This is an optimization exercise on Yosys and OpenROAD, whose aim is small area, a short achievable clock period and few clock cycles, not a production implementation.
The RTL was checked by simulation tests, not by an equivalence proof against the original design.

Setup of orange:
## cvu
module cvu (
    input  wire        clk,
    input  wire        rst,             
    input  wire        ctrl_bind,
    input  wire        ctrl_release,
    input  wire        ctrl_snap,
    input  wire [1:0]  cfg_mode,
    input  wire [5:0]  cfg_width_m1,
    input  wire        cfg_refin,
    input  wire        cfg_refout,
    input  wire [63:0] cfg_poly,
    input  wire [63:0] cfg_init,
    input  wire [63:0] cfg_xorout,
    input  wire        clr_res_valid,
    input  wire        clr_res_ovr,
    input  wire        in_valid,
    output wire        in_ready,
    input  wire [63:0] in_data,
    input  wire [2:0]  in_nbytes_m1,    
    input  wire        in_end,          
    input  wire        in_close,        
    input  wire        in_abort,        
    output wire        bound,
    output wire        pending,
    output reg         res_valid,
    output reg         res_ovr,
    output reg         res_invalid,
    output wire [1:0]  status,
    output reg  [63:0] result,
    output reg  [63:0] res_bytes,
    output reg  [31:0] res_units
);
    localparam [1:0] ST_OK        = 2'd0;
    localparam [1:0] ST_BUSY      = 2'd1;
    localparam [1:0] ST_BAD_PARAM = 2'd2;
    reg  [63:0] poly_q;
    reg  [63:0] init_q;
    reg  [63:0] ci_q;         
    reg  [5:0]  wm1_q;
    reg         refin_q;
    reg         refout_q;
    reg  [31:0] g_q;          
  ...
Size: ~450 I/O pins, about 64000 um2 of cells after synthesis.
export LEC_CHECK = 0
export CAP_MARGIN = 20
export CORE_MARGIN = 2
export CORE_UTILIZATION = 45
export SLEW_MARGIN = 20
export SYNTH_HIERARCHICAL = 1
create_clock -name core_clock -period 44.0 [get_ports {clk}]
standard.sh (not shown) runs the stock make flow with config.mk's settings and CLKGATE_MAP_FILE= SYNTH_SCRIPT=/design/flow/synth_recipe.tcl, a recipe that flattens the netlist after the stock synthesis.
==> flow/flow/run.sh <==
#!/bin/bash
# Standard ORFS layout (the standard.sh, standard synthesis), with the
# resizer's setup repair asked for extra slack (SETUP_SLACK_MARGIN) so that
# it works on the paths that set the achieved period, and plain buffers on
# the ports.  flow/knobs.txt holds these make variables, one per line.  The
# SDC (clock period, I/O delays) is unchanged.  Each tool's output goes to a
# log file in this folder (make's to flow_make.log, ORFS's own logs under
# orfs/logs).
set -euo pipefail
mapfile -t KNOBS < <(grep -v '^#' flow/knobs.txt | grep -v '^$')
bash standard.sh "${KNOBS[@]}" finish > flow_make.log 2>&1
==> flow/flow/knobs.txt <==
SETUP_SLACK_MARGIN=33.7
TNS_END_PERCENT=100
MATCH_CELL_FOOTPRINT=0
BUFFER_PORTS_ARGS=-buffer_cell sky130_fd_sc_hd__buf_1
CTS_BUF_LIST=sky130_fd_sc_hd__clkbuf_8
DONT_USE_CELLS=sky130_fd_sc_hd__probe_p_8 sky130_fd_sc_hd__probec_p_8 sky130_fd_sc_hd__lpflow_bleeder_1 sky130_fd_sc_hd__lpflow_clkbufkapwr_1 sky130_fd_sc_hd__lpflow_clkbufkapwr_16 sky130_fd_sc_hd__lpflow_clkbufkapwr_2 sky130_fd_sc_hd__lpflow_clkbufkapwr_4 sky130_fd_sc_hd__lpflow_clkbufkapwr_8 sky130_fd_sc_hd__lpflow_clkinvkapwr_1 sky130_fd_sc_hd__lpflow_clkinvkapwr_16 sky130_fd_sc_hd__lpflow_clkinvkapwr_2 sky130_fd_sc_hd__lpflow_clkinvkapwr_4 sky130_fd_sc_hd__lpflow_clkinvkapwr_8 sky130_fd_sc_hd__lpflow_decapkapwr_12 sky130_fd_sc_hd__lpflow_decapkapwr_3 sky130_fd_sc_hd__lpflow_decapkapwr_4 sky130_fd_sc_hd__lpflow_decapkapwr_6 sky130_fd_sc_hd__lpflow_decapkapwr_8 sky130_fd_sc_hd__lpflow_inputiso0n_1 sky130_fd_sc_hd__lpflow_inputiso0p_1 sky130_fd_sc_hd__lpflow_inputiso1n_1 sky130_fd_sc_hd__lpflow_inputiso1p_1 sky130_fd_sc_hd__lpflow_inputisolatch_1 sky130_fd_sc_hd__lpflow_isobufsrc_1 sky130_fd_sc_hd__lpflow_isobufsrc_16 sky130_fd_sc_hd__lpflow_isobufsrc_2 sky130_fd_sc_hd__lpflow_isobufsrc_4 sky130_fd_sc_hd__lpflow_isobufsrc_8 sky130_fd_sc_hd__lpflow_isobufsrckapwr_16 sky130_fd_sc_hd__lpflow_lsbuf_lh_hl_isowell_tap_1 sky130_fd_sc_hd__lpflow_lsbuf_lh_hl_isowell_tap_2 sky130_fd_sc_hd__lpflow_lsbuf_lh_hl_isowell_tap_4 sky130_fd_sc_hd__lpflow_lsbuf_lh_isowell_4 sky130_fd_sc_hd__lpflow_lsbuf_lh_isowell_tap_1 sky130_fd_sc_hd__lpflow_lsbuf_lh_isowell_tap_2 sky130_fd_sc_hd__lpflow_lsbuf_lh_isowell_tap_4  sky130_fd_sc_hd__xnor3_1 sky130_fd_sc_hd__xnor3_2 sky130_fd_sc_hd__xnor3_4 sky130_fd_sc_hd__xor3_1 sky130_fd_sc_hd__xor3_2 sky130_fd_sc_hd__xor3_4
Every stage of the flow completed for orange, and the final layout passed the timing, design-rule and antenna checks.
Testbench counts of orange, summed over its fixed seeds: cycles 141,870.
What purple does differently from orange at the input level:
# orange
export LEC_CHECK = 0
export CAP_MARGIN = 20
export CORE_MARGIN = 2
export CORE_UTILIZATION = 45
export SLEW_MARGIN = 20
export SYNTH_HIERARCHICAL = 1
create_clock -name core_clock -period 44.0 [get_ports {clk}]
# purple
export LEC_CHECK = 0
export CAP_MARGIN = 20
export CORE_MARGIN = 2
export CORE_UTILIZATION = 55
export SLEW_MARGIN = 20
export SYNTH_HIERARCHICAL = 1
create_clock -name core_clock -period 44.0 [get_ports {clk}]
--- a/flow/flow/knobs.txt
+++ b/flow/flow/knobs.txt
@@ -1,2 +1,2 @@
-SETUP_SLACK_MARGIN=33.7
+SETUP_SLACK_MARGIN=33.8
 TNS_END_PERCENT=100
--- outcome ---
- As of purple, cell area after layout had fallen slightly compared to orange.
- Of orange and purple, orange shows the higher wire length, with purple below it.
- Against orange, purple comes in 8.6 points higher on aggregate global-route resource usage.
- Compared with orange, purple shows post-CTS resize count higher by 310%.

-- re-timing with driven ports --
In the flow no input, the clock included, has a driving cell. The finished layouts below were timed again as built, in two steps. Step 1, drivers: a clkbuf_16 drives clk and a buf_2 each remaining input, both assumed. Step 2 adds t to the input delays and takes it off the output delays; t is the mean of the earliest and latest rising clock arrival at the registers after step 1. Input paths then give back, and output paths get back, about the clock's delay inside the block. Three values: no drivers, after step 1, after step 2; two values: the first two.
| run | t (ns) | slack for setup (ns) | worst data-port slew with drivers (ns) |
|---|---|---|---|
| orange | 0.942 | 33.621 / 33.567 / 32.722 | 0.08 |
| purple | 0.945 | 33.662 / 33.584 / 32.813 | 0.11 |
After both steps setup and hold are still met in every run listed. The setup slack of orange, which loses most, moves by -0.054 ns with the drivers and by -0.899 ns with both steps.
